What follows belongs to an exercise in optimizing a design on an open flow for small area, a short achievable clock period and few clock cycles per item; a production flow would make more cautious choices. RTL that was checked went through simulation tests only; none was proved equivalent to the original. The RTL of runs 1 and 7 was laid out without a check of its function. Power is estimated from default activity; no workload was simulated.

==> flow/design.v <==
module lg_encoder (
    input  wire        clk,
    input  wire        rst,
    input  wire        in_valid,
    output wire        in_ready,
    input  wire [63:0] in_word,
    output wire        out_valid,
    input  wire        out_ready,
    output wire [63:0] out_word,
    output wire [2:0]  out_code,
    output wire        out_last
);
    localparam [1:0] T_ZERO = 2'b00, T_REPEAT = 2'b01, T_DELTA = 2'b10, T_LIT = 2'b11;
    localparam [1:0] M_ZERO = 2'd0, M_COMP = 2'd1, M_RAW = 2'd2;
    reg  [63:0] in_r;
    reg         in_v;
    reg  [63:0] prev;          
    reg  [4:0]  wt;            
    reg         first;         
    reg         tg_v;          
    reg  [1:0]  tg;            
    reg  [15:0] tg_d;          
    reg         tg_last;       
    reg  [1:0]  tg_c;          
    reg  [4:0]  wp_n;          
    reg  [8:0]  pbytes;        
    reg         allz;          
    reg         hasd;          
    reg  [4:0]  dpos;          
    reg  [15:0] g_wlo;         
    reg  [1:0]  g_c;           
    reg  [63:0] hdr_acc;       
    reg  [1:0]  hdr_ext;       
    reg         hdr_sh;        
    reg  [63:0] acc;           
    reg  [3:0]  an;            
    reg         flush;         
    reg  [63:0] mem [0:31];
    reg  [4:0]  wp;
    reg  [31:0] rsel;          
    reg  [5:0]  cnt;           
    reg         wok;           
    reg         q_v;
    reg  [1:0]  q_mode;
    reg  [2:0]  q_code;
    reg  [5:0]  q_nb;          
    reg  [4:0]  q_last;        
    reg         q_hd;
    reg  [4:0]  q_d;
    reg  [15:0] q_wlo;
    reg  [1:0]  q_c;
    reg         cur_v;
    reg  [1:0]  cur_mode;
    reg  [4:0]  k;             
    reg  [5:0]  cur_nb;
    reg  [4:0]  cur_last;
    reg         cur_hd;
    reg  [4:0]  cur_d;
    reg         dlt_pend;      
    reg  [63:0] ob;
    reg         ob_v;
    reg  [2:0]  ob_code;
    reg         ob_last;
    reg  [47:0] pb;            
    reg         adv;
    reg         in_ready_r;
    assign in_ready = in_ready_r;
    wire [63:0] a = in_r;
    wire [63:0] b = prev;
    wire        is_zero = (a == 64'd0);
    wire        is_eq   = (a == b);
    wire [48:0] ah = a[63:15];
    wire [48:0] bh = b[63:15];
    wire        brw = (a[14:0] < b[14:0]);
    wire [48:0] hx  = ah ^ bh;
    wire [48:0] hxs = {1'b0, hx[48:1]};
    wire [48:0] run = ~hxs | hx;                       
    wire [48:0] tp  = run & (~hx | (hxs ^ ah));
    wire [48:0] tm  = run & (~hx | (hxs ^ bh));
    wire        hi_eq = (hx == 49'd0);
    wire        hi_p1 = (hx[0] && (&tp)) || ((&hx) && (ah == 49'd0));    
    wire        hi_m1 = (hx[0] && (&tm)) || ((&hx) && (bh == 49'd0));    
    wire        small_n = hi_eq | (brw ? hi_p1 : hi_m1);
    wire        small_f = (a[63:15] == {49{1'b0}}) || (a[63:15] == {49{1'b1}});
    wire [16:0] dlt17 = {1'b0, a[15:0]} - {1'b0, (first ? 16'd0 : b[15:0])};
    wire [15:0] dlt = dlt17[15:0];
    wire [1:0]  cdir = {!dlt[15] && dlt17[16], dlt[15] && !dlt17[16]};
    reg  [1:0]  tag;
    always @(*) begin
        if (is_zero)                  tag = T_ZERO;
        else if (!first && is_eq)     tag = T_REPEAT;
        else if (first ? small_f : small_n) tag = T_DELTA;
        else                          tag = T_LIT;
    end
    wire        take = adv && tg_v;
    wire [3:0]  plen = !tg_v ? 4'd0 : (tg == T_LIT) ? 4'd8 : (tg == T_DELTA) ? 4'd2 : 4'd0;
    wire [63:0] pay  = plen[3] ? prev : plen[1] ? {48'd0, tg_d} : 64'd0;
    reg  [127:0] comb;
    always @(*) begin
        case (an)
            4'd0:    comb = {64'd0, pay};
            4'd2:    comb = {48'd0, pay, acc[15:0]};
            4'd4:    comb = {32'd0, pay, acc[31:0]};
            4'd6:    comb = {16'd0, pay, acc[47:0]};
            default: comb = {pay, acc};
        endcase
    end
    wire [4:0]  ctot = {1'b0, an} + {1'b0, plen};
    wire        full8 = (ctot >= 5'd8);
    wire        emit = adv && (flush ? (an != 4'd0) : full8);
    wire [63:0] emit_beat = flush ? acc : comb[63:0];
    wire        t_dl   = (tg == T_DELTA);
    wire [8:0]  pb_fin = pbytes + {5'd0, plen};
    wire        allz_fin = allz && (tg == T_ZERO);
    wire        hasd_fin = hasd || t_dl;
    wire [4:0]  dpos_fin = t_dl ? wp_n : dpos;
    wire [15:0] wlo_fin  = t_dl ? prev[15:0] : g_wlo;
    wire [1:0]  c_fin    = t_dl ? tg_c : g_c;
    wire        raw_g  = (pb_fin > 9'd248);
    wire [2:0]  nsec   = (pb_fin <= 9'd56) ? 3'd1 : (pb_fin <= 9'd120) ? 3'd2 :
                         (pb_fin <= 9'd184) ? 3'd3 : 3'd4;
    wire [5:0]  nbeats = pb_fin[8:3] + {5'd0, pb_fin[2:0] != 3'd0};
    always @(posedge clk) begin
        if (adv) begin
            in_r <= in_word;
            if (in_v) begin
                prev <= a;
                tg   <= tag;
                tg_d <= dlt;
                tg_last <= (wt == 5'd31);
                tg_c <= cdir;
            end
        end
        if (take) begin
            hdr_acc <= {tg, hdr_acc[63:2]};
            hdr_ext <= hdr_acc[1:0];
        end
        if (take && tg == T_DELTA) begin
            g_wlo <= prev[15:0];
            g_c   <= tg_c;
        end
        if (adv) begin
            if (flush)
                acc <= pay;
            else if (full8)
                acc <= comb[127:64];
            else
                acc <= comb[63:0];
        end
        if (wok) mem[wp] <= emit_beat;
    end
    always @(posedge clk) begin
        if (rst) begin
            in_v   <= 1'b0;
            wt     <= 5'd0;
            first  <= 1'b1;
            tg_v   <= 1'b0;
            wp_n   <= 5'd0;
            pbytes <= 9'd0;
            allz   <= 1'b1;
            hasd   <= 1'b0;
            an     <= 4'd0;
            flush  <= 1'b0;
            hdr_sh <= 1'b0;
            wp     <= 5'd0;
        end else begin
            if (adv) begin
                in_v <= in_valid && in_ready_r;
                tg_v <= in_v;
                if (in_v) wt <= wt + 5'd1;
                if (in_v) first <= (wt == 5'd31);
                end
            flush <= flush_n;
            an    <= an_n;
            if (take) begin
                if (tg_last) begin
                    pbytes <= 9'd0;
                    allz   <= 1'b1;
                    hasd   <= 1'b0;
                end else begin
                    pbytes <= pb_fin;
                    if (tg != T_ZERO) allz <= 1'b0;
                    if (t_dl) begin hasd <= 1'b1; dpos <= wp_n; end
                end
                wp_n <= wp_n + 5'd1;
            end
            if (push) hdr_sh <= 1'b0;
            else if (take) hdr_sh <= 1'b1;
            if (emit) wp <= wp + 5'd1;
        end
    end
    reg [63:0] rd;
    integer r;
    always @(*) begin
        rd = 64'd0;
        for (r = 0; r < 32; r = r + 1)
            rd = rd | ({64{rsel[r]}} & mem[r]);
    end
    localparam integer P_HDR = 0, P_MEM = 1, P_FUN = 2, P_DLT = 3;
    reg  [3:0]  pl_sel;        
    reg         pl_last;       
    reg         pl_k0;         
    wire        from_q   = !cur_v;
    wire        nx_avail = cur_v || q_v;
    wire        nx_read  = pl_sel[P_MEM] || pl_sel[P_FUN] || pl_sel[P_DLT];
    wire [15:0] s_wlo  = q_wlo;
    wire [1:0]  s_c    = q_c;
    wire [47:0] hi_inc = pb + 48'd1;
    wire [47:0] hi_dec = pb - 48'd1;
    wire [47:0] hi_sum = pl_k0 ? {48{s_c[0]}} :
                         s_c[1] ? hi_inc : s_c[0] ? hi_dec : pb;
    wire [63:0] dsum   = {hi_sum, s_wlo};
    wire [63:0] q_hdr   = hdr_sh ? {hdr_acc[61:0], hdr_ext} : hdr_acc;
    wire [63:0] nx_word = ({64{pl_sel[P_HDR]}} & q_hdr) |
                          ({64{pl_sel[P_MEM]}} & rd) |
                          ({64{pl_sel[P_FUN]}} & {rd[15:0], pb}) |
                          ({64{pl_sel[P_DLT]}} & dsum);
    wire load = (!ob_v || out_ready) && nx_avail;
    wire rdo  = load && nx_read;
    wire        push     = take && tg_last;
    wire        loadq    = load && from_q;
    wire        cur_v_n  = load ? !pl_last : cur_v;
    wire [4:0]  k_n      = !load ? k : from_q ? 5'd1 : k + 5'd1;
    wire [1:0]  cmode_n  = loadq ? q_mode : cur_mode;
    wire [5:0]  cnb_n    = loadq ? q_nb   : cur_nb;
    wire [4:0]  clast_n  = loadq ? q_last : cur_last;
    wire        chd_n    = loadq ? q_hd   : cur_hd;
    wire [4:0]  cd_n     = loadq ? q_d    : cur_d;
    wire        q_v_n    = push || (q_v && !loadq);
    wire [1:0]  new_mode = allz_fin ? M_ZERO : raw_g ? M_RAW : M_COMP;
    wire [2:0]  new_code = allz_fin ? 3'd0 : raw_g ? 3'd5 : nsec;
    wire [4:0]  new_last = allz_fin ? 5'd0 : raw_g ? 5'd31 : {nsec[1:0] - 2'd1, 3'b111};
    wire        new_hd   = hasd_fin && raw_g;
    wire [1:0]  qmode_n  = push ? new_mode : q_mode;
    wire        qhd_n    = push ? new_hd : q_hd;
    wire [4:0]  qd_n     = push ? dpos_fin : q_d;
    wire [4:0]  qlast_n  = push ? new_last : q_last;
    function [5:0] plan_first;       
        input [1:0] mode; input hd; input [4:0] d; input [4:0] last;
        begin
            plan_first = {1'b0, last == 5'd0, 4'd0};
            case (mode)
                M_RAW:  if (hd && d == 5'd0) plan_first[5] = 1'b1;
                default: ;
            endcase
            case (mode)
                M_RAW:  if (hd && d == 5'd0) plan_first[P_DLT] = 1'b1; else plan_first[P_MEM] = 1'b1;
                M_COMP: plan_first[P_HDR] = 1'b1;
                default: ;
            endcase
        end
    endfunction
    function [5:0] plan_next;
        input [4:0] kk; input [1:0] mode; input [5:0] nb; input [4:0] last; input hd; input [4:0] d;
        begin
            plan_next = {1'b0, kk == last, 4'd0};
            case (mode)
                M_RAW: begin
                    if (hd && kk == d)     plan_next[P_DLT] = 1'b1;
                    else if (hd && kk > d) plan_next[P_FUN] = 1'b1;
                    else                   plan_next[P_MEM] = 1'b1;
                end
                M_COMP: if ({1'b0, kk} <= nb) plan_next[P_MEM] = 1'b1;
                default: ;
            endcase
        end
    endfunction
    wire [5:0]  pq      = plan_first(qmode_n, qhd_n, qd_n, qlast_n);
    wire [5:0]  pk      = from_q ? plan_next(5'd1, q_mode, q_nb, q_last, q_hd, q_d)
                                 : plan_next(k + 5'd1, cur_mode, cur_nb, cur_last, cur_hd, cur_d);
    wire [5:0]  p_load  = pl_last ? pq : pk;
    wire [5:0]  p_hold  = cur_v ? {pl_k0, pl_last, pl_sel} : pq;
    wire [5:0]  plan_n  = load ? p_load : p_hold;
    wire [3:0]  plan_sel  = plan_n[3:0];
    wire        plan_last = plan_n[4];
    wire        plan_k0   = plan_n[5];
    wire [5:0]  cnt_p1  = cnt + 6'd1;
    wire [5:0]  cnt_m1  = cnt - 6'd1;
    wire [5:0]  cnt_n   = (emit && !rdo) ? cnt_p1 : (rdo && !emit) ? cnt_m1 : cnt;
    wire        flush_n = adv ? (take && tg_last) : flush;
    wire [3:0]  an_n    = !adv ? an : flush ? plen : full8 ? ctot[3:0] - 4'd8 : ctot[3:0];
    wire        full_n  = ((cnt == 6'd32) && !(rdo && !emit)) || ((cnt == 6'd31) && emit && !rdo);
    wire        dlt_pend_n = (loadq && q_hd && !pl_sel[P_DLT]) || (dlt_pend && !(load && pl_sel[P_DLT]));
    wire        tg_v_n  = adv ? in_v : tg_v;
    wire        tg_l_n  = (adv && in_v) ? (wt == 5'd31) : tg_last;
    wire        hp_n    = q_v_n && qmode_n == M_COMP;
    wire        sh_n    = !push && (take || hdr_sh);
    wire        adv_n   = !(tg_v_n && tg_l_n && (q_v_n || dlt_pend_n)) && !(hp_n && sh_n) &&
                          (!full_n || (flush_n && an_n == 4'd0));
    always @(posedge clk) begin
        pl_sel  <= plan_sel;
        pl_last <= plan_last;
        pl_k0   <= plan_k0;
        if (load) begin
            ob      <= nx_word;
            ob_code <= from_q ? q_code : ob_code;
            ob_last <= pl_last;
        end
        if (rdo) pb <= rd[63:16];
        cur_mode <= cmode_n;
        cur_nb   <= cnb_n;
        cur_last <= clast_n;
        cur_hd   <= chd_n;
        cur_d    <= cd_n;
        if (push) begin
            q_nb   <= nbeats;
            q_wlo  <= wlo_fin;
            q_c    <= c_fin;
            q_code <= new_code;
        end
        q_mode <= qmode_n;
        q_hd   <= qhd_n;
        q_d    <= qd_n;
        q_last <= qlast_n;
    end
    always @(posedge clk) begin
        if (rst) begin
            adv   <= 1'b1;
            in_ready_r <= 1'b0;
            ob_v  <= 1'b0;
            q_v   <= 1'b0;
            cur_v <= 1'b0;
            dlt_pend <= 1'b0;
            k     <= 5'd0;
            rsel  <= 32'd1;
            cnt   <= 6'd0;
            wok   <= 1'b1;
        end else begin
            adv        <= adv_n;
            in_ready_r <= adv_n;
            if (load) ob_v <= 1'b1;
            else if (out_ready) ob_v <= 1'b0;
            cur_v <= cur_v_n;
            dlt_pend <= dlt_pend_n;
            k     <= k_n;
            q_v   <= q_v_n;
            if (rdo) rsel <= {rsel[30:0], rsel[31]};
            cnt <= cnt_n;
            wok <= !full_n;
        end
    end
    assign out_valid = ob_v;
    assign out_word  = ob;
    assign out_code  = ob_code;
    assign out_last  = ob_last;
endmodule
==> flow/flow/run.sh <==
#!/bin/bash
# The standard layout, with timing repair aiming for 7.0 ns of setup slack
# (a 3.0 ns clock) instead of ORFS's default. Make's output goes to flow.log;
# each ORFS step keeps its own log under orfs/logs/.
set -euo pipefail
bash standard.sh SETUP_SLACK_MARGIN=7.0 finish > flow.log 2>&1
==> flow/standard.sh <==
#!/bin/bash
# synth_recipe.tcl (not shown) runs the flow's synth.tcl, then flattens the netlist and writes it again
# the make line also repeats each setting of config.mk as NAME=value (left out here)
make -C /OpenROAD-flow-scripts/flow DESIGN_CONFIG=/design/flow/config.mk WORK_HOME=/design/flow/orfs CLKGATE_MAP_FILE= SYNTH_SCRIPT=/design/flow/synth_recipe.tcl "${@:-finish}"
==> flow/config.mk <==
export PLATFORM = sky130hd
export DESIGN_NAME = lg_encoder
export DESIGN_NICKNAME = lg_encoder
export VERILOG_FILES = /design/flow/design.v
export SDC_FILE = /design/flow/constraint.sdc
export NUM_CORES = 4
export LEC_CHECK = 0
export CAP_MARGIN = 30
export CORE_MARGIN = 2
export CORE_UTILIZATION = 45
export CTS_CLUSTER_DIAMETER = 80
export CTS_CLUSTER_SIZE = 24
export SLEW_MARGIN = 30
==> flow/constraint.sdc <==
create_clock -name core_clock -period 10.0 [get_ports {clk}]
set_input_delay 2.0000 -clock core_clock [delete_from_list [all_inputs] [get_ports {clk}]]
set_output_delay 2.0000 -clock core_clock [all_outputs]
set_load 0.01 [all_outputs]
==> results.cfg, run 1 <==
[timing]
skew_ps = 44.2
slew_violations = 0
hold_viol = 0
fin_crit_ps = 3540
tightest_slew_ps = 1100
rsz0062_at_grt = yes
relSlewSlack_pct = 26.4
setup_viol = 0
worst_hold_slack_ps = 433
setup_tns_ps = 0
fmax_ghz = 0.283
fin_ws_ps = 6460
post-route-period-util_pct = 35.4

[worst_setup_path]
cp_cell_sequence = buf_6 > buf_8 > nand2b_4 > nor2_4 > ha_4 > ha_4 > nand2_2 > a21oi_2 > o21bai_2 > buf_6 > nand2b_4 > nand3_4 > clkinv_4 > ha_4 > clkinv_4 > ha_4 > a21o_1 > a21oi_4 > o21bai_1 > a21oi_2 > xnor2_1 > or3_1 > a21oi_1
reg2reg_depth = 23
crit_path_max_incr_delay_ps = 450
cp-start-kind = register
cp_max_fo = 4
critPathBufInv = 5
cp.arrival_ps = 4310
cp_slowest_cell = edfxtp_1
r2r-start = tg[1]$_SDFFCE_PP0P_
crit_required_ps = 10780
crit_top_cell = ha_4
critPathTopFamily = compound AO/OA/AOI/OAI gates
path_class = register to register
reg2reg_to = cnt[5]$_SDFFE_PP0P_
critPathCaptureType = register
ff2ff_setup_slack_ps = 6460

[clock_tree]
clk_path_buf_depth = 3
hold_buffers = 0
clkTransAtPathRegs_ps = 90
clock_latency_ps = 880
cts_buffers = 140
cts_tree = built
cts.sinks = 2615
clock_tree.root_cell = clkbuf_16
h-tree-depth = 4

[logic_synthesis]
syn_inst = 6817
async_flop_share_pct = 0
ys_ff_latch = 2615
synth_ff_type = edfxtp_1
synth-edff-count = 2518
synthDistinctLibCells = 82
synth_nets = 6958
synth_area_um2 = 104000
syn_area_per_cell_um2 = 15.3
yosysWarnings = 1
ys_seq_area_share_pct = 74.4

[global_routing]
grt_pass1_wl_mm = 562
antenna_found_initial = 26
grtUsageTotal_pct = 34.6
grt-ovfl-total = 0
grt_pass1_vias = 66700
grt_max_degree = 86

[job]
drv_cap = 0

[layout]
synthToLayoutAreaGrowth_pct = 17.4
layout.nets = 7461
utilization_pct = 53.2
layout.cells.non_filler = 10400
drive_above_1_share_pct = 19.6

[die]
fp.dieArea_um2 = 235000
fp.dieW_um = 485
row_count = 176
io_pins = 138
coreArea_um2 = 230000
start_util_pct = 45.3
die_y_um = 485

[routing]
ant_nets = 0
routed_wl_mm = 427
drtIter0Drc = 14600
drc = 0
wl_per_cell_um = 41.0
vias_per_cell = 7.06
num_vias = 73500
drtPass1Iterations = 9

[placed_design]
place_ws_ps = 4090
dp.cells = 9716
gp_congestion = 0.932
io_buffers = 137
place_hpwl_mm = 215

[worst_hold_path]
min_path_cells = 0
min_to = ob_code[1]$_DFFE_PP_
hold_start = q_code[1]$_SDFFCE_PN0P_
hp-class = register to register

[power]
powerDensity_nw_per_um2 = 160
power.leakage_nw = 40.2
ir_worst_vdd_mv = 0.171

[status]
status = timing/DRC/antenna clean
[power by group]
group | internal [W] | leakage [nW] | switching [W]
clock | 0.00273 | 2.04 | 0.00370
combinational | 0.000342 | 13.9 | 0.000677
sequential | 0.0120 | 24.3 | 0.000109
[cell type report]
cell class | count | area [µm²]
repair inverters | 1 | 8.76
inverters | 72 | 324
clock buffers | 156 | 3640
diodes | 12 | 30.0
clock inverters | 44 | 583
well taps | 3026 | 3790
fillers | 18400 | 108000
multi-input cells | 3686 | 27500
repair buffers | 804 | 8850
flip-flops and latches | 2615 | 77700
[Yosys cell counts, types with 9 or more instances]
library cell	n	area share, %
o221ai_1	20	0.17
ha_1	71	0.85
o21ai_0	273	1.3
nand4_1	199	1.2
mux2_2	76	0.82
mux2i_1	89	0.85
clkbuf_1	367	1.3
nor4_1	87	0.52
nand3b_1	15	0.11
and3_1	15	0.090
a31oi_1	31	0.19
a221oi_1	164	1.4
xnor2_1	66	0.55
nand2_1	420	1.5
o31ai_1	9	0.065
and2_1	12	0.072
a222oi_1	63	0.61
o21a_1	13	0.094
nor2b_1	37	0.22
a22oi_1	797	5.7
a21o_1	10	0.072
or4_1	77	0.55
a22o_1	146	1.2
a2111oi_0	10	0.084
dfxtp_1	97	1.9
a211oi_1	10	0.072
a21oi_1	173	0.83
nor3_1	49	0.24
xor2_1	94	0.79
buf_1	88	0.32
nor2_1	219	0.79
inv_1	69	0.25
and4_1	11	0.092
o311ai_0	17	0.14
buf_2	9	0.043
nand2b_1	92	0.55
nand3_1	185	0.89
edfxtp_1	2518	73
or3_1	11	0.066
[flip-flops by register name, indices dropped and copies added, names as in the netlist, 6 cells and up]
register / count
q_wlo: 16
acc: 64
hdr_acc: 64
ob: 64
mem: 2048
g_wlo: 16
tg_d: 16
in_r: 64
cur_nb: 6
rsel: 32
q_nb: 6
pbytes: 8
cnt: 6
prev: 64
pb: 48
[metal layers]
metal  global-route usage (%)  wire (µm)
met5                    0.572        343
met1                     46.9     150000
met4                     15.8      25800
met2                     51.5     184000
met3                     10.3      66200
[repair_timing]
item	in CTS	in global routing
resized for setup	728	187
setup buffers	245	188
setup endpoints to repair	3103	1059
pin swaps	74	100
gates cloned	38	16
endpoints found under the hold margin	0	0
[through the flow]
stage	area, µm²	power, W
after floorplan	105000	0.0128
after global routing	122000	0.0200
after detailed placement	110000	0.0132
after global placement	110000	0.0132
after CTS	119000	0.0195
final	122000	0.0196
[how the worst max path moves through the flow]
stage,startpoint,endpoint,depth (start not counted)
finish,tg[1]$_SDFFCE_PP0P_,cnt[5]$_SDFFE_PP0P_,23
global route,tg[1]$_SDFFCE_PP0P_,cnt[5]$_SDFFE_PP0P_,23
CTS,ob_last$_DFFE_PP_,out_last,1
detailed placement,tg[0]$_SDFFCE_PP0P_,cnt[5]$_SDFFE_PP0P_,21
floorplan,out_ready,cnt[5]$_SDFFE_PP0P_,14
global placement,tg[0]$_SDFFCE_PP0P_,cnt[5]$_SDFFE_PP0P_,21
[worst reg2reg max path, delay by kind of cell, from the launching register on]
kind                     cells  cell delay (ps)
flip-flops                   1              450
XOR/XNOR                     1               80
adder cells (fa/ha/maj)      4              690
AND/OR/NAND/NOR              6              730
AO/OA/AOI/OAI                7              970
buffers and inverters        5              550
[cell families after synthesis]
logic type | after synthesis | synth area share (%)
flops | 2615 | 74.4
compound gates | 1801 | 12.5
simple gates | 1466 | 7.21
buf+inv | 537 | 1.95
mux | 165 | 1.68
xor+xnor | 160 | 1.34
fa+ha+maj | 73 | 0.891
[cells in the final DEF (no fill, tap or decap), drive strengths merged, types with 146 or more instances in the layout]
master,count
edfxtp,2518
a22oi,797
buf,704
nand2,420
o21ai,296
nor2,221
nand4,199
nand3,185
clkbuf,173
a21oi,173
a221oi,165
a22o,146
==> run 2: changes to the inputs <==
--- a/flow/design.v
+++ b/flow/design.v
@@ -16,7 +16,6 @@
     reg         in_v;
     reg  [63:0] prev;          
     reg  [4:0]  wt;            
-    reg         first;         
     reg         tg_v;          
     reg  [1:0]  tg;            
     reg  [15:0] tg_d;          
@@ -65,6 +64,7 @@
     reg         adv;
     reg         in_ready_r;
     assign in_ready = in_ready_r;
+    wire        first = (wt == 5'd0);
     wire [63:0] a = in_r;
     wire [63:0] b = prev;
     wire        is_zero = (a == 64'd0);
@@ -153,7 +153,6 @@
         if (rst) begin
             in_v   <= 1'b0;
             wt     <= 5'd0;
-            first  <= 1'b1;
             tg_v   <= 1'b0;
             wp_n   <= 5'd0;
             pbytes <= 9'd0;
@@ -168,7 +167,6 @@
                 in_v <= in_valid && in_ready_r;
                 tg_v <= in_v;
                 if (in_v) wt <= wt + 5'd1;
-                if (in_v) first <= (wt == 5'd31);
                 end
             flush <= flush_n;
             an    <= an_n;
--- a/flow/config.mk
+++ b/flow/config.mk
@@ -9,5 +9,5 @@
 export CORE_MARGIN = 2
 export CORE_UTILIZATION = 45
 export CTS_CLUSTER_DIAMETER = 80
-export CTS_CLUSTER_SIZE = 24
+export CTS_CLUSTER_SIZE = 26
 export SLEW_MARGIN = 30
==> run 2 against run 1 <==
  * Sequential cell count is 1 lower
  * First-iteration DRC count is 11% lower
  * Clock skew is 10 ps higher
  * Critical endpoint is now out_word[22]
==> results.cfg, run 2 <==
[layout]
regMostFlops = mem
final-seq-area_um2 = 77700
largest_reg_flops = 2048
multiInputGateArea_um2 = 26900
synthToLayoutAreaGrowth_pct = 15.2
fin_area_um2 = 120000
layout.nets = 7259
drive_above_1_share_pct = 17.6
utilization_pct = 52.1
layout_commonest_cell = edfxtp_1
final_cell_mix = edfxtp_1, a22oi_1, nand2_1
n_fill_cell = 18900

[routing]
vias_per_cell = 6.98
drtPass1Iterations = 7
top_layer = met5
routed_wl_mm = 405
met2_length_mm = 175
drtIter0Drc = 13000
wl_per_cell_um = 39.6
wl_met3_mm = 56.6
num_vias = 71300
drc = 0
m1WireLength_mm = 148
ant_nets = 0

[logic_synthesis]
synth_area_um2 = 104000
async_flop_share_pct = 0
synth_nets = 6937
synthDistinctLibCells = 76
synth_most_common_cell = edfxtp_1
syn_area_per_cell_um2 = 15.3
synth_top_cell_area_share_pct = 72.8
synthTopCellsByArea = edfxtp_1, a22oi_1, dfxtp_1, nand2_1, clkbuf_1
synth-edff-count = 2518
ys_seq_area_share_pct = 74.6
synth_common_cells = edfxtp_1, a22oi_1, nand2_1, clkbuf_1, o21ai_0
syn_inst = 6795
synth_ff_type = edfxtp_1
yosysTopAreaCell = edfxtp_1
ys_ff_latch = 2614
yosysWarnings = 1

[worst_hold_path]
min_path_cells = 0
hold_start = q_last[1]$_DFF_P_
min_to = cur_last[1]$_DFFE_PP_
hp-class = register to register

[timing]
fmax_ghz = 0.285
setup_tns_ps = 0
hold_viol = 0
worst_hold_slack_ps = 405
relSlewSlack_pct = 30.1
skew_ps = 54.2
tightest_slew_ps = 1050
fin_crit_ps = 3500
post-route-period-util_pct = 35.0
slew_violations = 0
rsz0062_at_grt = yes
setup_viol = 0

[die]
start_util_pct = 45.2
fp.dieArea_um2 = 235000
fp.dieW_um = 485
io_pins = 138
row_count = 176
coreArea_um2 = 230000
die_y_um = 485

[clock_tree]
clkTransAtPathRegs_ps = 100
cts_tree = built
clock_latency_ps = 870
cts_buffers = 133
clk_path_buf_depth = 3
clock_tree.root_cell = clkbuf_16
h-tree-depth = 4
hold_buffers = 0
cts.sinks = 2614

[worst_setup_path]
crit_path_max_incr_delay_ps = 480
critPathBufInv = 1
ff2ff_setup_slack_ps = 6560
cp.arrival_ps = 1500
cp_max_fo = 1
cp_slowest_cell = edfxtp_1
r2r-start = tg[0]$_SDFFCE_PP0P_
critPathCaptureType = output port
cp-start-kind = register
path_class = register to output port
critPathTopFamily = flip-flops
crit_required_ps = 8000
cp_cell_sequence = buf_2
reg2reg_to = cnt[5]$_SDFFE_PP0P_
reg2reg_depth = 21

[global_routing]
grt_pass1_vias = 65800
grt_max_degree = 85
grt-ovfl-total = 0
antenna_found_initial = 22
grt_pass1_wl_mm = 543
grtUsageTotal_pct = 33.3

[power]
seq_power_share_pct = 62.5
p_int_w = 0.0150
power.leakage_nw = 39.0
clkPwrFrac_pct = 32.6
netSwitchingPower_w = 0.00438
comb_power_share_pct = 4.9
swShare_pct = 22.6
ir_worst_vdd_mv = 0.167
powerDensity_nw_per_um2 = 162

[placed_design]
io_buffers = 137
place_hpwl_mm = 215
dpl_cell_area_um2 = 110000
gp_congestion = 0.940

[job]
drv_cap = 0

[status]
status = timing/DRC/antenna clean
run 2: cell count changes after synthesis, sizes merged, moves of 19 or more:
cell and change:
buf -20, nand2 +38, nand2b -49, nor2b +19
nor4 -25, xnor2 +19, xor2 -24
run 2: per-layer routing:
| metal | GRT usage (%) | vias to the layer above |
|---|---|---|
| li1 | - | 28100 |
| met1 | 46.3 | 36500 |
| met2 | 49.4 | 5635 |
| met3 | 7.63 | 1035 |
| met4 | 16.5 | 20 |
| met5 | 0.265 | - |
run 2: logic make-up (layout without fill, tap and decap cells):
| logic type | Yosys count | in the layout | share of synthesized area (%) |
|---|---|---|---|
| and+or+nand+nor | 1433 | 1438 | 6.94 |
| buffers and inverters | 547 | 919 | 1.99 |
| DFF | 2614 | 2614 | 74.6 |
| other | 0 | 15 | 0 |
| muxes | 169 | 169 | 1.72 |
| AOI/OAI and AO/OA | 1803 | 1814 | 12.5 |
| xor gates and xnor gates | 155 | 155 | 1.31 |
| adders and majority gates | 74 | 74 | 0.905 |
run 2: timing repair:
item / in CTS / in global routing
gates resized for setup: 709 / 196
gates cloned: 26 / 9
pin swaps: 87 / 61
endpoints found under the setup margin: 3117 / 1211
buffers inserted: 165 / 100
run 2: metrics by stage:
| stage | power (W) | instances | worst slack [ps] |
|---|---|---|---|
| after floorplan | 0.0128 | 6795 | 5830 |
| after global placement | 0.0132 | 9703 | 4050 |
| after detailed placement | 0.0132 | 9706 | 4180 |
| after CTS | 0.0193 | 10100 | 6450 |
| after global routing | 0.0198 | 10200 | 6360 |
| final | 0.0194 | 10200 | 6500 |
run 2: power groups by stage:
| stage | logic (W) | registers [W] | clock network, W |
|---|---|---|---|
| 4_1_cts | 0.000880 | 0.0121 | 0.00634 |
| 3_3_place_gp | 0.000803 | 0.0124 | 0 |
| 6_report | 0.000941 | 0.0121 | 0.00632 |
| 2_1_floorplan | 0.000492 | 0.0123 | 0 |
| 5_1_grt | 0.000988 | 0.0121 | 0.00668 |
| 3_5_place_dp | 0.000813 | 0.0124 | 0 |
run 2: cell type report:
cell class	instances	area share, %
diodes	15	0.0314
clock buffers	148	2.88
clock inverters	53	0.568
inverters	86	0.308
multi-input cells	3650	22.5
flip-flops and latches	2614	64.9
well taps	3026	3.16
repair buffers	631	5.68
repair inverters	1	0.00732
run 2: how the worst max path moves through the flow:
stage,start,endpoint,slack [ps],depth (start not counted)
2_1_floorplan,out_ready,cnt[5]$_SDFFE_PP0P_,5830,14
3_3_place_gp,tg[1]$_SDFFCE_PP0P_,cnt[5]$_SDFFE_PP0P_,4050,19
3_5_place_dp,tg[1]$_SDFFCE_PP0P_,cnt[5]$_SDFFE_PP0P_,4180,19
4_1_cts,ob_last$_DFFE_PP_,out_last,6450,1
5_1_grt,tg[0]$_SDFFCE_PP0P_,cnt[5]$_SDFFE_PP0P_,6360,21
6_report,ob[22]$_DFFE_PP_,out_word[22],6500,1
Testbench counts of run 2, summed over its fixed seeds: cycles 77,008, groups 2,400.
==> run 3: changes to the inputs <==
==> flow/flow/run.sh (replaced) <==
#!/bin/bash
# The standard layout, with timing repair aiming for 6.8 ns of setup slack
# (a 3.2 ns clock) instead of ORFS's default. Make's output goes to flow.log;
# each ORFS step keeps its own log under orfs/logs/.
set -euo pipefail
bash standard.sh SETUP_SLACK_MARGIN=6.8 finish > flow.log 2>&1
--- a/flow/config.mk
+++ b/flow/config.mk
@@ -7,7 +7,7 @@
 export LEC_CHECK = 0
 export CAP_MARGIN = 30
 export CORE_MARGIN = 2
-export CORE_UTILIZATION = 45
-export CTS_CLUSTER_DIAMETER = 80
+export CORE_UTILIZATION = 65
+export CTS_CLUSTER_DIAMETER = 70
 export CTS_CLUSTER_SIZE = 26
 export SLEW_MARGIN = 30
==> run 3 against run 2 <==
  * Largest cell class unchanged
  * Clock-buffer cell count rose by 16
  * Combinational power down 3.2%
  * Routed wire length is 5.8% lower
  * Die area down 31%
  * Utilization rose by 21 points
  * Critical path depth is 13 higher
  * Largest power group unchanged
  * Design area fell by 3.1%
  * Global-route usage up 12 points
==> results.cfg, run 3 <==
[power]
ir_worst_vdd_mv = 0.215
p_int_w = 0.0151
clkPwrFrac_pct = 32.6
powerDensity_nw_per_um2 = 167
netSwitchingPower_w = 0.00429
power.leakage_nw = 37.8
seq_power_share_pct = 62.7
swShare_pct = 22.2
comb_power_share_pct = 4.7

[global_routing]
grt_max_degree = 67
grt_pass1_wl_mm = 513
grt_pass1_vias = 66100
grtUsageTotal_pct = 45.8
antenna_found_initial = 5
grt-ovfl-total = 0

[layout]
largest_reg_flops = 2048
multiInputGateArea_um2 = 26400
regMostFlops = mem
drive_above_1_share_pct = 14.8
synthToLayoutAreaGrowth_pct = 11.7
final_cell_mix = edfxtp_1, a22oi_1, nand2_1
layout_commonest_cell = edfxtp_1
final-seq-area_um2 = 77700
layout.nets = 7106
n_fill_cell = 10000

[die]
coreArea_um2 = 159000
start_util_pct = 65.5
fp.dieW_um = 404
io_pins = 138
fp.dieArea_um2 = 163000
row_count = 146
die_y_um = 404

[timing]
setup_viol = 0
fin_crit_ps = 3470
fin_ws_ps = 6530
worst_hold_slack_ps = 443
slew_violations = 0
skew_ps = 51.6
fmax_ghz = 0.288
hold_viol = 0
rsz0062_at_grt = yes
tightest_slew_ps = 1150
setup_tns_ps = 0
relSlewSlack_pct = 22.6
post-route-period-util_pct = 34.7

[logic_synthesis]
yosysTopAreaCell = edfxtp_1
synth_nets = 6937
async_flop_share_pct = 0
synthTopCellsByArea = edfxtp_1, a22oi_1, dfxtp_1, nand2_1, clkbuf_1
synth_area_um2 = 104000
ys_seq_area_share_pct = 74.6
syn_area_per_cell_um2 = 15.3
syn_inst = 6795
synth-edff-count = 2518
synthDistinctLibCells = 76
ys_ff_latch = 2614
synth_common_cells = edfxtp_1, a22oi_1, nand2_1, clkbuf_1, o21ai_0
synth_top_cell_area_share_pct = 72.8
synth_ff_type = edfxtp_1
synth_most_common_cell = edfxtp_1
yosysWarnings = 1

[worst_setup_path]
cp.arrival_ps = 4260
crit_required_ps = 10780
critPathTopFamily = simple AND/OR/NAND/NOR gates
cp-start-kind = input pin
cp_max_fo = 5
reg2reg_depth = 21
cp_cell_sequence = buf_2 > nor2b_4 > or3_4 > buf_12 > ha_4 > inv_6 > ha_4 > a21o_1 > a21oi_2 > o21bai_1 > a21oi_2 > xnor2_1 > or3_1 > a21oi_1
cp_num_cells = 14
critPathBufInv = 3
critPathCaptureType = register
cp_slowest_cell = or3_4
crit_path_max_incr_delay_ps = 410
path_class = input pin to register

[routing]
drc = 0
drtPass1Iterations = 9
drtIter0Drc = 13600
vias_per_cell = 7.78
routed_wl_mm = 381
num_vias = 71000
ant_nets = 0
wl_per_cell_um = 41.8

[placed_design]
io_buffers = 137
place_hpwl_mm = 206
place_ws_ps = 4860
gp_congestion = 0.949

[clock_tree]
clkTransAtPathRegs_ps = 100
clock_tree.root_cell = clkbuf_16
hold_buffers = 0
cts_buffers = 137
h-tree-depth = 4
cts_tree = built
clock_latency_ps = 850
clk_path_buf_depth = 3
cts.sinks = 2614

[status]
status = timing/DRC/antenna clean

[worst_hold_path]
min_path_cells = 0
hp-class = register to register

[job]
drv_cap = 0
[run 3: cell counts after synthesis]
No cell type changed its count.
[run 3: timing repair]
| item | CTS | global route |
|---|---|---|
| gates resized for setup | 530 | 151 |
| buffers inserted | 73 | 72 |
| endpoints found under the setup margin | 2365 | 911 |
| hold endpoints to repair | 0 | 0 |
| pin swaps | 54 | 65 |
| cloned | 16 | 6 |
[run 3: metal layers]
layer  global-route usage (%)  vias to the layer above  part of all wire (%)
li1                         -                    27800                     -
met5                        0                        -                 0.012
met1                     61.7                    35000                    32
met2                     65.7                     6840                    42
met4                     29.0                        6                   8.2
met3                     13.9                     1402                    17
[run 3: worst paths after layout]
path,startpoint,endpoint,slack [ps]
worst max-delay path,out_ready,cnt[5]$_SDFFE_PP0P_,6530
worst min-delay path,q_last[1]$_DFF_P_,cur_last[1]$_DFFE_PP_,440
worst max register to register,tg[0]$_SDFFCE_PP0P_,cnt[5]$_SDFFE_PP0P_,6600
worst min register to register,q_last[1]$_DFF_P_,cur_last[1]$_DFFE_PP_,440
[run 3: area by class of cell]
| class | count | share of cell area [%] |
|---|---|---|
| multi-input cells | 3645 | 22.8 |
| well taps | 2072 | 2.23 |
| repair buffers | 475 | 3.98 |
| repair inverters | 5 | 0.0496 |
| diodes | 8 | 0.0173 |
| inverters | 86 | 0.336 |
| clock buffers | 164 | 3.12 |
| clock inverters | 59 | 0.557 |
| flip-flops and latches | 2614 | 66.9 |
[run 3: kinds of logic after synthesis]
family | synth area share, %
fa+ha+maj | 0.905
simple gates | 6.94
compound gates | 12.5
mux | 1.72
buf+inv | 1.99
xor+xnor | 1.31
flops | 74.6
[run 3: through the flow]
step | cell area, µm² | power (W) | instances | utilization [%]
6_report | 116000 | 0.0194 | 9128 | 73.2
5_1_grt | 116000 | 0.0197 | 9120 | 73.2
4_1_cts | 115000 | 0.0193 | 9040 | 72.2
3_5_place_dp | 109000 | 0.0132 | 8728 | 68.5
3_3_place_gp | 108000 | 0.0132 | 8727 | 68.4
2_1_floorplan | 104000 | 0.0128 | 6795 | -
[run 3: power groups by stage]
stage	Combinational (W)	Sequential, W	Clock [W]
floorplan	0.000487	0.0123	0
global placement	0.000789	0.0124	0
detailed placement	0.000803	0.0124	0
CTS	0.000843	0.0121	0.00628
global route	0.000945	0.0121	0.00661
finish	0.000911	0.0121	0.00632
==> run 4: changes to the inputs <==
--- a/flow/config.mk
+++ b/flow/config.mk
@@ -7,7 +7,8 @@
 export LEC_CHECK = 0
 export CAP_MARGIN = 30
 export CORE_MARGIN = 2
-export CORE_UTILIZATION = 65
+export CORE_UTILIZATION = 58
 export CTS_CLUSTER_DIAMETER = 70
 export CTS_CLUSTER_SIZE = 26
+export GPL_TIMING_DRIVEN = 0
 export SLEW_MARGIN = 30
==> run 4 against run 3 <==
  * Via count increased by 8.6%
  * First-iteration DRC count increased by 16%
  * Routed wire length increased by 19%
  * Cell count increased by 11%
==> results.cfg, run 4 <==
[placed_design]
dp.cells = 9596
io_buffers = 137
dpl_cell_area_um2 = 118000
place_hpwl_mm = 317
gp_congestion = 0.990

[layout]
fin_area_um2 = 129000
drive_above_1_share_pct = 22.9
largest_reg_flops = 2048
n_fill_cell = 11000
layout_commonest_cell = edfxtp_1
regMostFlops = mem
layout.nets = 7807
synthToLayoutAreaGrowth_pct = 24.0
utilization_pct = 72.3
final_cell_mix = edfxtp_1, a22oi_1, nand2_1
layout.cells.non_filler = 10200

[global_routing]
antenna_found_initial = 45
grt_pass1_wl_mm = 597
grtUsageTotal_pct = 49.1
grt_max_degree = 76
busiest_layer = met2
use_met1_pct = 61.7
grt-ovfl-total = 0
grt_pass1_vias = 69700
grtUsageMet2_pct = 68.0
use_met3_pct = 20.2

[worst_setup_path]
cp.arrival_ps = 4590
cp-start-kind = register
reg2reg_depth = 17
cp_max_fo = 4
r2r-start = tg[0]$_SDFFCE_PP0P_
ff2ff_setup_slack_ps = 6010
crit_required_ps = 10590
path_class = register to register
reg2reg_to = pl_sel[1]$_DFFE_PP_
critPathCaptureType = register

[logic_synthesis]
synth_common_cells = edfxtp_1, a22oi_1, nand2_1, clkbuf_1, o21ai_0
synth_most_common_cell = edfxtp_1
synth_ff_type = edfxtp_1
synthDistinctLibCells = 76
yosysWarnings = 1
synthTopCellsByArea = edfxtp_1, a22oi_1, dfxtp_1, nand2_1, clkbuf_1
ys_seq_area_share_pct = 74.6
synth-edff-count = 2518
synth_nets = 6937
ys_ff_latch = 2614
synth_top_cell_area_share_pct = 72.8
synth_area_um2 = 104000
syn_area_per_cell_um2 = 15.3
syn_inst = 6795
yosysTopAreaCell = edfxtp_1
async_flop_share_pct = 0

[routing]
drtPass1Iterations = 11
vias_per_cell = 7.60
ant_nets = 0
routed_wl_mm = 456
drc = 0
drtIter0Drc = 15800
wl_per_cell_um = 44.9
num_vias = 77200

[power]
power.leakage_nw = 43.2
powerDensity_nw_per_um2 = 155
ir_worst_vdd_mv = 0.167

[timing]
tightest_slew_ps = 1090
setup_viol = 0
rsz0062_at_grt = yes
post-route-period-util_pct = 39.9
hold_viol = 0
skew_ps = 42.4
relSlewSlack_pct = 27.2
fmax_ghz = 0.250
fin_crit_ps = 3990
slew_violations = 0
setup_tns_ps = 0

[die]
start_util_pct = 58.3
row_count = 155
coreArea_um2 = 178000
io_pins = 138
die_y_um = 427
fp.dieArea_um2 = 183000
fp.dieW_um = 427

[clock_tree]
cts.sinks = 2614
clk_path_buf_depth = 3
cts_buffers = 140
clkTransAtPathRegs_ps = 100
cts_tree = built
clock_latency_ps = 870
h-tree-depth = 4
clock_tree.root_cell = clkbuf_16

[worst_hold_path]
hold_start = q_nb[1]$_DFFE_PP_
min_path_cells = 0
min_to = cur_nb[1]$_DFFE_PP_
hp-class = register to register

[status]
status = timing/DRC/antenna clean

[job]
drv_cap = 0
## run 4: cell counts after synthesis
No cell type changed its count.
## run 4: worst max path at each step
stage	startpoint	slack (ps)	cells past startpoint	endpoint
finish	tg[0]$_SDFFCE_PP0P_	6010	17	pl_sel[1]$_DFFE_PP_
global route	tg[0]$_SDFFCE_PP0P_	5920	23	cnt[5]$_SDFFE_PP0P_
CTS	tg[0]$_SDFFCE_PP0P_	6020	23	cnt[5]$_SDFFE_PP0P_
detailed placement	tg[1]$_SDFFCE_PP0P_	3670	21	cnt[5]$_SDFFE_PP0P_
global placement	wp[3]$_SDFFE_PP0P_	340	3	mem[8][2]$_DFFE_PP_
floorplan	wp[3]$_SDFFE_PP0P_	5780	3	mem[10][0]$_DFFE_PP_
## run 4: what timing repair did
action	4_1_cts	5_1_grt
gates resized for setup	987	470
setup buffers	168	98
hold buffers	0	0
gates cloned	8	7
pin swaps	151	177
endpoints found under the setup margin	2331	1290
## run 4: report_power, final
group          switching, W  internal (W)
clock network       0.00378       0.00302
logic              0.000691      0.000370
registers          0.000109        0.0120
total               0.00458        0.0154
## run 4: metal layers
metal	vias to the layer above	share of wire (%)
met4	38	10
met2	7997	40
met1	38000	32
li1	29200	-
met5	-	0.093
met3	1906	18
## run 4: cell type report
class                   instances  area (µm²)  area share, %
multi-input cells            3638       27500           21.3
clock buffers                 169        3830           2.97
inverters                      86         377          0.292
well taps                    2355        2950           2.29
repair buffers                724       11700           9.08
plain buffers                 461        3990           3.09
diodes                         34        85.1         0.0660
clock inverters                69         858          0.666
flip-flops and latches       2614       77600           60.2
## run 4: worst max-delay path, cell delays in order (launching register included)
cell and delay (ps):
edfxtp_1 460, buf_12 190, nand3_4 80, clkinvlp_4 210
clkbuf_16 230, clkbuf_16 140, clkbuf_16 150, buf_4 130
buf_8 130, ha_4 330, a31oi_4 130, buf_12 160
xor2_4 180, or4_4 540, o211ai_1 270, nand4b_1 200
inv_1 110, o22ai_2 70
## run 4: metrics by stage
| stage | power (W) | setup slack (ps) | hold WS, ps |
|---|---|---|---|
| floorplan | 0.0128 | 5780 | 400 |
| global placement | 0.0132 | 338 | 413 |
| detailed placement | 0.0133 | 3670 | 410 |
| CTS | 0.0198 | 6020 | 433 |
| global route | 0.0203 | 5920 | 437 |
| finish | 0.0200 | 6010 | 428 |
## run 4: cells by family (layout without fill, tap and decap cells)
kind of cell	after synthesis	count (layout)	synth area share, %
AO/OA/AOI/OAI	1803	1807	12.5
AND/OR/NAND/NOR	1433	1433	6.94
multiplexers	169	169	1.72
flip-flops	2614	2614	74.6
other	0	34	0
adder cells (fa/ha/maj)	74	74	0.905
buffers and inverters	547	1509	1.99
XOR/XNOR	155	155	1.31
==> run 5: changes to the inputs <==
--- a/flow/config.mk
+++ b/flow/config.mk
@@ -10,5 +10,6 @@
 export CORE_UTILIZATION = 58
 export CTS_CLUSTER_DIAMETER = 70
 export CTS_CLUSTER_SIZE = 26
+export GPL_ROUTABILITY_DRIVEN = 0
 export GPL_TIMING_DRIVEN = 0
 export SLEW_MARGIN = 30
==> run 5 against run 4 <==
  * Highest routed layer unchanged
  * Largest power group unchanged
  * Clock-buffer cell count decreased by 3
  * Register-to-register slack improved by 150 ps
  * Via count decreased by 0.71%
  * Combinational power about the same
  * Worst hold slack improved by 7.6 ps
  * Clock power about the same
  * Global-route usage decreased by 0.64 points
  * Largest cell class unchanged
  * Fmax increased by 4.0%
==> results.cfg, run 5 <==
[logic_synthesis]
async_flop_share_pct = 0
synthTopCellsByArea = edfxtp_1, a22oi_1, dfxtp_1, nand2_1, clkbuf_1
synth_top_cell_area_share_pct = 72.8
ys_ff_latch = 2614
synth_ff_type = edfxtp_1
synth_common_cells = edfxtp_1, a22oi_1, nand2_1, clkbuf_1, o21ai_0
synth-edff-count = 2518
yosysWarnings = 1
syn_inst = 6795
synthDistinctLibCells = 76
synth_area_um2 = 104000
syn_area_per_cell_um2 = 15.3
ys_seq_area_share_pct = 74.6
yosysTopAreaCell = edfxtp_1
synth_most_common_cell = edfxtp_1
synth_nets = 6937

[die]
fp.dieArea_um2 = 183000
io_pins = 138
die_y_um = 427
start_util_pct = 58.3
coreArea_um2 = 178000
row_count = 155
fp.dieW_um = 427

[power]
p_total_w = 0.0200
ir_worst_vdd_mv = 0.176
power.leakage_nw = 42.8
seq_power_share_pct = 60.6
comb_power_share_pct = 5.2
clkPwrFrac_pct = 34.2
netSwitchingPower_w = 0.00456
p_int_w = 0.0155
swShare_pct = 22.8
powerDensity_nw_per_um2 = 157

[layout]
layout.cells.non_filler = 10100
largest_reg_flops = 2048
regMostFlops = mem
synthToLayoutAreaGrowth_pct = 23.0
final-seq-area_um2 = 77600
n_fill_cell = 11400
multiInputGateArea_um2 = 26900
layout_commonest_cell = edfxtp_1
layout.nets = 7778
drive_above_1_share_pct = 21.0
final_cell_mix = edfxtp_1, a22oi_1, nand2_1

[placed_design]
io_buffers = 137
dp.cells = 9620
place_hpwl_mm = 318

[global_routing]
grtUsageTotal_pct = 48.5
antenna_found_initial = 29
grt-ovfl-total = 0
grt_pass1_vias = 67800
grt_pass1_wl_mm = 588
grt_max_degree = 76

[clock_tree]
clk_path_buf_depth = 3
cts.sinks = 2614
clkTransAtPathRegs_ps = 90
cts_buffers = 141
clock_latency_ps = 870
h-tree-depth = 4
hold_buffers = 0
clock_tree.root_cell = clkbuf_16
cts_tree = built

[timing]
hold_viol = 0
setup_tns_ps = 0
fmax_ghz = 0.260
relSlewSlack_pct = 28.1
rsz0062_at_grt = yes
setup_viol = 0
skew_ps = 44.6
fin_crit_ps = 3840
post-route-period-util_pct = 38.4
slew_violations = 0
tightest_slew_ps = 1070

[worst_setup_path]
crit_required_ps = 10780
reg2reg_depth = 23
critPathCaptureType = register
reg2reg_to = cnt[5]$_SDFFE_PP0P_
r2r-start = tg[1]$_SDFFCE_PP0P_
path_class = register to register
cp.arrival_ps = 4620
cp_max_fo = 4
ff2ff_setup_slack_ps = 6160
cp-start-kind = register

[worst_hold_path]
min_path_cells = 0
hold_start = q_code[1]$_SDFFCE_PN0P_
min_to = ob_code[1]$_DFFE_PP_
hp-class = register to register

[routing]
ant_nets = 0
drc = 0
num_vias = 76600
drtIter0Drc = 15800
drtPass1Iterations = 10
wl_per_cell_um = 44.4
routed_wl_mm = 450
vias_per_cell = 7.56

[status]
status = timing/DRC/antenna clean

[job]
drv_cap = 0
run 5: changes by cell type in the layout (fill, tap and decap cells not counted), moves of 12 or more:
cell     before  now
o21ai_0     133  166
a22oi_1     743  757
buf_2       100  112
buf_6        70   50
buf_8        65   46
buf_12       78   62
buf_16      250  266
nand2_1     427  445
a21oi_2      24   12
nand2_2      21    8
o21ai_1      57   34
a21oi_1     137  153
a22oi_2      61   47
run 5: worst max path at each step:
| stage | endpoint | depth (start not counted) | startpoint | slack, ps |
|---|---|---|---|---|
| floorplan | mem[10][0]$_DFFE_PP_ | 3 | wp[3]$_SDFFE_PP0P_ | 5780 |
| detailed placement | cnt[5]$_SDFFE_PP0P_ | 21 | tg[0]$_SDFFCE_PP0P_ | 3970 |
| CTS | cnt[5]$_SDFFE_PP0P_ | 23 | tg[1]$_SDFFCE_PP0P_ | 6210 |
| finish | cnt[5]$_SDFFE_PP0P_ | 23 | tg[1]$_SDFFCE_PP0P_ | 6160 |
| global placement | mem[9][37]$_DFFE_PP_ | 3 | wp[3]$_SDFFE_PP0P_ | 470 |
| global route | cnt[5]$_SDFFE_PP0P_ | 23 | tg[1]$_SDFFCE_PP0P_ | 6060 |
run 5: cells by family after synthesis:
group	Yosys count	synth area share, %
xor+xnor	155	1.31
fa+ha+maj	74	0.905
buf+inv	547	1.99
flops	2614	74.6
compound gates	1803	12.5
simple gates	1433	6.94
mux	169	1.72
run 5: repair_timing:
item | in CTS | in global routing
setup buffers | 131 | 91
pin swaps | 139 | 137
endpoints found under the setup margin | 2149 | 944
gates resized for setup | 872 | 329
cloned | 2 | 4
run 5: area by class of cell:
| type | instances | share of cell area (%) |
|---|---|---|
| sequential | 2614 | 60.7 |
| multi-input combinational | 3634 | 21.0 |
| timing repair buffer | 698 | 9.07 |
| clock buffer | 166 | 3.03 |
| buffer | 461 | 2.84 |
| tap | 2355 | 2.31 |
| clock inverter | 73 | 0.664 |
| inverter | 86 | 0.294 |
| antenna | 39 | 0.0764 |
run 5: metal layers:
layer,part of all wire (%),up-vias,track usage [%]
li1,-,29200,-
met1,32,37700,62.7
met2,40,7907,65.5
met3,18,1773,19.1
met4,10,24,37.0
met5,0.031,-,0.847
run 5: through the flow:
step	worst slack [ps]	hold WS [ps]	util, %	cell area [µm²]
after floorplan	5780	400	-	104000
after global placement	466	408	61.0	109000
after detailed placement	3970	415	66.3	118000
after CTS	6210	433	70.7	126000
after global routing	6060	445	71.7	128000
final	6160	435	71.7	128000
run 5: critical path, stage by stage, from the launching register on:
cell       delay [ps]
edfxtp_1          440
buf_12            180
nand3_4           130
inv_6              60
clkbuf_16         160
clkbuf_16         150
clkbuf_16         150
ha_4              250
nand2_4            70
a21oi_2            30
o21bai_2          170
nand2b_4          170
nand3_4           150
clkinv_4           90
ha_4              160
inv_6              40
buf_4             130
ha_4              280
a21oi_2            60
o21bai_1          150
a21oi_2            70
xnor2_1           120
or3_1             340
a21oi_2           160
run 5: power groups by stage:
stage | clock network [W] | logic (W) | registers, W
after floorplan | 0 | 0.000487 | 0.0123
final | 0.00684 | 0.00104 | 0.0121
after detailed placement | 0 | 0.000912 | 0.0124
after CTS | 0.00678 | 0.000964 | 0.0121
after global placement | 0 | 0.000827 | 0.0124
after global routing | 0.00713 | 0.00107 | 0.0121
==> run 6: changes to the inputs <==
--- a/flow/config.mk
+++ b/flow/config.mk
@@ -10,6 +10,4 @@
 export CORE_UTILIZATION = 58
 export CTS_CLUSTER_DIAMETER = 70
 export CTS_CLUSTER_SIZE = 26
-export GPL_ROUTABILITY_DRIVEN = 0
-export GPL_TIMING_DRIVEN = 0
 export SLEW_MARGIN = 30
==> run 6 against run 5 <==
  * Routed wire length is 12% lower
  * Critical endpoint is now out_last
  * Die area unchanged
  * Largest power group unchanged
  * Via count fell by 6.7%
  * Synthesized cell count unchanged
  * Highest routed layer unchanged
  * Register-to-register slack better by 400 ps
  * Global-route usage is 6.2 points lower
  * Sequential power barely moved
  * Synthesized area stayed put
  * Clock skew decreased by 3.2 ps
  * Sequential cell count did not move
  * Design area fell by 8.1%
  * Clock-buffer cell count decreased by 1
==> results.cfg, run 6 <==
[logic_synthesis]
yosysWarnings = 1
ys_seq_area_share_pct = 74.6
synth_common_cells = edfxtp_1, a22oi_1, nand2_1, clkbuf_1, o21ai_0
ys_ff_latch = 2614
yosys.area_share.simple_pct = 6.94
synth_nets = 6937
synthDistinctLibCells = 76
synthXorXnorAreaFrac_pct = 1.31
synth_fa_ha_area_share_pct = 0.905
synth.area.mux_share_pct = 1.72
synth-compound-area-share_pct = 12.5
synthTopCellsByArea = edfxtp_1, a22oi_1, dfxtp_1, nand2_1, clkbuf_1
syn_inst = 6795
yosysTopAreaCell = edfxtp_1
synth_area_um2 = 104000
synth_most_common_cell = edfxtp_1
syn_area_per_cell_um2 = 15.3
synth-edff-count = 2518
synth_ff_type = edfxtp_1
synth_top_family_by_area = compound AO/OA/AOI/OAI gates
async_flop_share_pct = 0
synth_top_cell_area_share_pct = 72.8

[timing]
relSlewSlack_pct = 19.2
fin_ws_ps = 6520
rsz0062_at_grt = yes
setup_viol = 0
fmax_ghz = 0.288
setup_tns_ps = 0
hold_viol = 0
skew_ps = 41.4
worst_hold_slack_ps = 457
slew_violations = 0
tightest_slew_ps = 1190
fin_crit_ps = 3480
post-route-period-util_pct = 34.8

[worst_setup_path]
crit_path_max_incr_delay_ps = 460
cp_max_fo = 1
crit_required_ps = 8000
cp_slowest_cell = edfxtp_1
critPathCaptureType = output port
critPathBufInv = 1
path_class = register to output port
cp.arrival_ps = 1480
cp_cell_sequence = buf_6
cp-start-kind = register
ff2ff_setup_slack_ps = 6560
critPathTopFamily = flip-flops
r2r-start = tg[0]$_SDFFCE_PP0P_
cp-startpoint = ob_last$_DFFE_PP_

[global_routing]
grt_max_degree = 76
grt_pass1_vias = 64500
grtUsageTotal_pct = 42.3
antenna_found_initial = 11
grt-ovfl-total = 0
grt_pass1_wl_mm = 527

[placed_design]
place_hpwl_mm = 212
place_ws_ps = 3890
gp_congestion = 0.938
io_buffers = 137

[clock_tree]
clock_latency_ps = 860
clkTransAtPathRegs_ps = 100
cts_tree = built
clk_path_buf_depth = 3
h-tree-depth = 4
clock_tree.root_cell = clkbuf_16
hold_buffers = 0
cts.sinks = 2614
cts_buffers = 142

[layout]
utilization_pct = 65.9
regMostFlops = mem
drive_above_1_share_pct = 15.8
largest_reg_flops = 2048
layout_commonest_cell = edfxtp_1
layout.nets = 7166
final_cell_mix = edfxtp_1, a22oi_1, nand2_1
synthToLayoutAreaGrowth_pct = 13.0

[die]
fp.dieW_um = 427
start_util_pct = 58.3
row_count = 155
fp.dieArea_um2 = 183000
io_pins = 138
coreArea_um2 = 178000
die_y_um = 427

[power]
power.leakage_nw = 38.3
ir_worst_vdd_mv = 0.205
powerDensity_nw_per_um2 = 168

[routing]
drtPass1Iterations = 9
wl_per_cell_um = 41.8
drtIter0Drc = 12700
m1WireLength_mm = 139
wl_met3_mm = 58.1
vias_per_cell = 7.53
num_vias = 71400
drc = 0
ant_nets = 0
top_layer = met5
met2_length_mm = 169
routed_wl_mm = 396

[status]
status = timing/DRC/antenna clean

[job]
drv_cap = 0

[worst_hold_path]
hp-class = register to register
hold_start = q_nb[2]$_DFFE_PP_
run 6: metal layers:
metal / vias up / global-route usage, %
met3: 1131 / 9.98
li1: 27900 / -
met5: - / 0
met1: 36400 / 59.0
met4: 14 / 24.6
met2: 6006 / 61.1
run 6: per-stage QoR:
stage	area, µm²	total power [W]	instances
after detailed placement	109000	0.0132	9013
final	117000	0.0198	9482
after floorplan	104000	0.0128	6795
after CTS	116000	0.0197	9379
after global placement	109000	0.0132	9012
after global routing	117000	0.0202	9473
run 6: cell type report:
| cell class | count | area [µm²] |
|---|---|---|
| antenna | 10 | 25.0 |
| clock buffer | 165 | 3840 |
| clock inverter | 72 | 842 |
| fill | 12500 | 60700 |
| inverter | 86 | 390 |
| multi-input combinational | 3649 | 26500 |
| sequential | 2614 | 77700 |
| tap | 2355 | 2950 |
| timing repair buffer | 528 | 5220 |
| timing repair inverter | 3 | 48.8 |
run 6: worst paths after layout:
kind,depth (start not counted),end
max,1,out_last
min,0,cur_nb[2]$_DFFE_PP_
max reg2reg,20,cnt[5]$_SDFFE_PP0P_
min reg2reg,0,cur_nb[2]$_DFFE_PP_
run 6: cell families (layout without fill, tap and decap cells):
group	after synthesis	after routing
compound gates	1803	1817
xor+xnor	155	155
fa+ha+maj	74	74
buf+inv	547	854
flops	2614	2614
mux	169	169
other cells	0	10
simple gates	1433	1434
run 6: power breakdown:
part | total [W] | switching, W | internal [W]
clock network | 0.00671 | 0.00372 | 0.00299
registers | 0.0121 | 0.000117 | 0.0120
logic | 0.000917 | 0.000612 | 0.000305
total | 0.0198 | 0.00445 | 0.0153
run 6: repair_timing:
action,CTS,global route
setup endpoints to repair,3008,994
gates cloned,19,5
pin swaps,59,70
resized for setup,539,139
buffers inserted,110,87
==> run 7: changes to the inputs <==
--- a/flow/design.v
+++ b/flow/design.v
@@ -203,10 +203,10 @@
     wire        nx_read  = pl_sel[P_MEM] || pl_sel[P_FUN] || pl_sel[P_DLT];
     wire [15:0] s_wlo  = q_wlo;
     wire [1:0]  s_c    = q_c;
-    wire [47:0] hi_inc = pb + 48'd1;
-    wire [47:0] hi_dec = pb - 48'd1;
+    wire [47:0] hi_inc = ob[63:16] + 48'd1;
+    wire [47:0] hi_dec = ob[63:16] - 48'd1;
     wire [47:0] hi_sum = pl_k0 ? {48{s_c[0]}} :
-                         s_c[1] ? hi_inc : s_c[0] ? hi_dec : pb;
+                         s_c[1] ? hi_inc : s_c[0] ? hi_dec : ob[63:16];
     wire [63:0] dsum   = {hi_sum, s_wlo};
     wire [63:0] q_hdr   = hdr_sh ? {hdr_acc[61:0], hdr_ext} : hdr_acc;
     wire [63:0] nx_word = ({64{pl_sel[P_HDR]}} & q_hdr) |
--- a/flow/config.mk
+++ b/flow/config.mk
@@ -7,7 +7,7 @@
 export LEC_CHECK = 0
 export CAP_MARGIN = 30
 export CORE_MARGIN = 2
-export CORE_UTILIZATION = 58
-export CTS_CLUSTER_DIAMETER = 70
-export CTS_CLUSTER_SIZE = 26
+export CORE_UTILIZATION = 45
+export CTS_CLUSTER_DIAMETER = 80
+export CTS_CLUSTER_SIZE = 30
 export SLEW_MARGIN = 30
==> run 7 against run 6 <==
  * Die area up 29%
  * Clock skew rose by 11 ps
  * Fmax is 2.0% lower
  * Still clean on timing, DRC and antenna
  * Via count decreased by 1.1%
  * Register-to-register slack better by 40 ps
  * Clock-buffer cell count decreased by 39
  * Critical endpoint is now out_word[48]
  * Cell count is 7.4% higher
  * Highest routed layer unchanged
  * Synthesized cell count decreased by 0.31%
  * Synthesized area barely moved
  * Power decreased by 2.3%
==> results.cfg, run 7 <==
[worst_setup_path]
cp_slowest_cell = edfxtp_1
critPathBufInv = 1
cp_num_cells = 1
path_class = register to output port
ff2ff_setup_slack_ps = 6600
reg2reg_to = cnt[5]$_SDFFE_PP0P_
reg2reg_depth = 22
cp-start-kind = register
cp_cell_sequence = buf_2
critPathTopFamily = flip-flops
r2r-start = tg[1]$_SDFFCE_PP0P_
crit_path_max_incr_delay_ps = 510
cp.arrival_ps = 1550
crit_required_ps = 8000
cp_max_fo = 2
critPathCaptureType = output port
cp-startpoint = ob[48]$_DFFE_PP_

[job]
drv_cap = 0

[logic_synthesis]
synth_most_common_cell = edfxtp_1
yosysTopAreaCell = edfxtp_1
synth-compound-area-share_pct = 12.6
synth_nets = 6916
synthTopCellsByArea = edfxtp_1, a22oi_1, dfxtp_1, nand2_1, a22o_1
synthDistinctLibCells = 76
synthXorXnorAreaFrac_pct = 1.42
ys_seq_area_share_pct = 74.6
yosys.area_share.simple_pct = 6.89
yosysWarnings = 1
synth_ff_type = edfxtp_1
syn_inst = 6774
synth_common_cells = edfxtp_1, a22oi_1, nand2_1, clkbuf_1, o21ai_0
synth_fa_ha_area_share_pct = 0.905
synth.area.mux_share_pct = 1.67
synth_area_um2 = 104000
synth_top_family_by_area = compound AO/OA/AOI/OAI gates
ys_ff_latch = 2614
synth-edff-count = 2518
synth_top_cell_area_share_pct = 72.7
syn_area_per_cell_um2 = 15.3
async_flop_share_pct = 0

[clock_tree]
cts_tree = built
clock_tree.root_cell = clkbuf_16
cts.sinks = 2614
clock_latency_ps = 860
clkTransAtPathRegs_ps = 110
h-tree-depth = 3
cts_buffers = 120
hold_buffers = 0
clk_path_buf_depth = 3

[timing]
skew_ps = 52.8
hold_viol = 0
tightest_slew_ps = 1070
fin_ws_ps = 6450
setup_viol = 0
slew_violations = 0
worst_hold_slack_ps = 439
fmax_ghz = 0.282
setup_tns_ps = 0
relSlewSlack_pct = 28.1
post-route-period-util_pct = 35.5
rsz0062_at_grt = yes
fin_crit_ps = 3550

[layout]
largest_reg_flops = 2048
layout_commonest_cell = edfxtp_1
final_cell_mix = edfxtp_1, a22oi_1, nand2_1
regMostFlops = mem
synthToLayoutAreaGrowth_pct = 14.0
layout.nets = 7196
drive_above_1_share_pct = 16.5

[worst_hold_path]
min_to = ob_code[1]$_DFFE_PP_
hp-class = register to register
hold_start = q_code[1]$_SDFFCE_PN0P_
min_path_cells = 0

[placed_design]
gp_congestion = 0.916
place_hpwl_mm = 212
io_buffers = 137
place_ws_ps = 3710

[power]
powerDensity_nw_per_um2 = 163
power.leakage_nw = 38.1
p_total_w = 0.0193
ir_worst_vdd_mv = 0.165

[die]
row_count = 176
coreArea_um2 = 230000
die_y_um = 485
io_pins = 138
fp.dieW_um = 485
fp.dieArea_um2 = 235000
start_util_pct = 45.2

[global_routing]
grt_pass1_vias = 65000
antenna_found_initial = 19
grtUsageTotal_pct = 32.3
grt_max_degree = 76
grt-ovfl-total = 0
grt_pass1_wl_mm = 531

[routing]
routed_wl_mm = 393
top_layer = met5
drtPass1Iterations = 8
met2_length_mm = 174
wl_per_cell_um = 38.6
num_vias = 70600
drc = 0
drtIter0Drc = 12200
m1WireLength_mm = 148
wl_met3_mm = 51.5
ant_nets = 0
vias_per_cell = 6.94

[status]
status = timing/DRC/antenna clean
-- run 7: power breakdown --
| group | switching (W) | internal [W] |
|---|---|---|
| sequential | 0.000111 | 0.0120 |
| clock | 0.00372 | 0.00254 |
| combinational | 0.000599 | 0.000323 |
| total | 0.00443 | 0.0149 |
-- run 7: through the flow --
stage,cell area [µm²],util (%),instances
floorplan,104000,-,6774
CTS,117000,50.8,10000
finish,119000,51.6,10200
global route,118000,51.5,10200
global placement,110000,47.8,9689
detailed placement,110000,47.9,9695
-- run 7: layout make-up --
type	instances	area, µm²
Antenna cell	22	55.1
Timing Repair Buffer	608	5990
Tap cell	3026	3790
Timing Repair inverter	2	16.3
Fill cell	19000	111000
Multi-Input combinational cell	3627	26500
Inverter	81	390
Sequential cell	2614	77700
Clock buffer	126	3040
Clock inverter	76	1060
-- run 7: logic make-up after synthesis --
kind of cell               Yosys count
xor gates and xnor gates           168
and+or+nand+nor                   1416
AOI/OAI and AO/OA                 1801
DFF                               2614
adders and majority gates           74
muxes                              164
buffers and inverters              537
-- run 7: repair_timing --
| action | CTS | global route |
|---|---|---|
| resized for setup | 546 | 132 |
| cloned | 11 | 7 |
| buffers inserted | 141 | 99 |
| pin swaps | 47 | 69 |
| setup endpoints to repair | 2225 | 485 |
-- run 7: how the worst max path moves through the flow --
stage / endpoint / slack, ps
after floorplan: cnt[5]$_SDFFE_PP0P_ / 5720
after global placement: adv$_SDFF_PP1_ / 3820
after detailed placement: adv$_SDFF_PP1_ / 3710
after CTS: out_word[60] / 6390
after global routing: out_word[60] / 6400
final: out_word[48] / 6450
-- run 7: metal layers --
metal / global-route usage [%] / vias to the layer above
met3: 6.85 / 817
met4: 12.5 / 4
li1: - / 27900
met1: 46.0 / 36500
met5: 0 / -
met2: 48.9 / 5359
-- run 7: worst register-to-register path, cell delays in order, from the launching register on --
cell	delay, ps
edfxtp_1	430
buf_6	150
nand2b_4	70
nor2_4	40
buf_6	120
ha_4	160
ha_4	170
nand2_4	60
a21oi_2	40
o211ai_1	250
buf_6	160
nand3_4	90
clkinv_4	80
ha_4	160
inv_6	50
buf_4	140
ha_1	280
inv_2	90
o21bai_1	80
a21oi_1	160
xnor2_1	120
or3_4	340
a21oi_2	120

[what the ideal ports hide]
Ports are ideal in the flow. The routed layouts listed here were re-timed in OpenROAD.
Step 1 (the two cells are an assumption about what drives the block):
set clk [get_ports {clk}]
set_driving_cell -lib_cell sky130_fd_sc_hd__clkbuf_16 $clk
set_driving_cell -lib_cell sky130_fd_sc_hd__buf_2 [delete_from_list [all_inputs] $clk]
Step 2 also shifts input and output timing later by t, the mid clock arrival at the registers, as if the neighbouring blocks saw the same clock.
Slacks: ideal / step 1 / step 2; pairs: ideal / step 1.
| run | shift t [ns] | setup slack, ns | worst setup path at the end | clock arrival spread, ns | slew at the worst register clock pin (ns) |
|---|---|---|---|---|---|
| run 1 | 0.951 | 6.461 / 6.371 / 5.562 | input to register | 0.057 / 0.057 | 0.10 / 0.10 |
| run 2 | 0.933 | 6.497 / 6.405 / 5.659 | input to register | 0.062 / 0.062 | 0.11 / 0.11 |
| run 3 | 0.912 | 6.526 / 6.446 / 5.655 | input to register | 0.052 / 0.052 | 0.11 / 0.11 |
| run 4 | 0.944 | 6.007 / 6.007 / 5.237 | input to register | 0.047 / 0.047 | 0.11 / 0.11 |
| run 5 | 0.943 | 6.161 / 6.161 / 5.478 | input to register | 0.047 / 0.046 | 0.11 / 0.11 |
| run 6 | 0.930 | 6.523 / 6.429 / 5.692 | input to register | 0.043 / 0.043 | 0.10 / 0.10 |
| run 7 | 0.931 | 6.451 / 6.352 / 5.705 | input to register | 0.061 / 0.061 | 0.12 / 0.12 |
After both steps setup and hold are still met in every run listed. For run 1, which loses most, drivers alone change the setup slack by -0.090 ns; drivers and shift together by -0.899 ns.
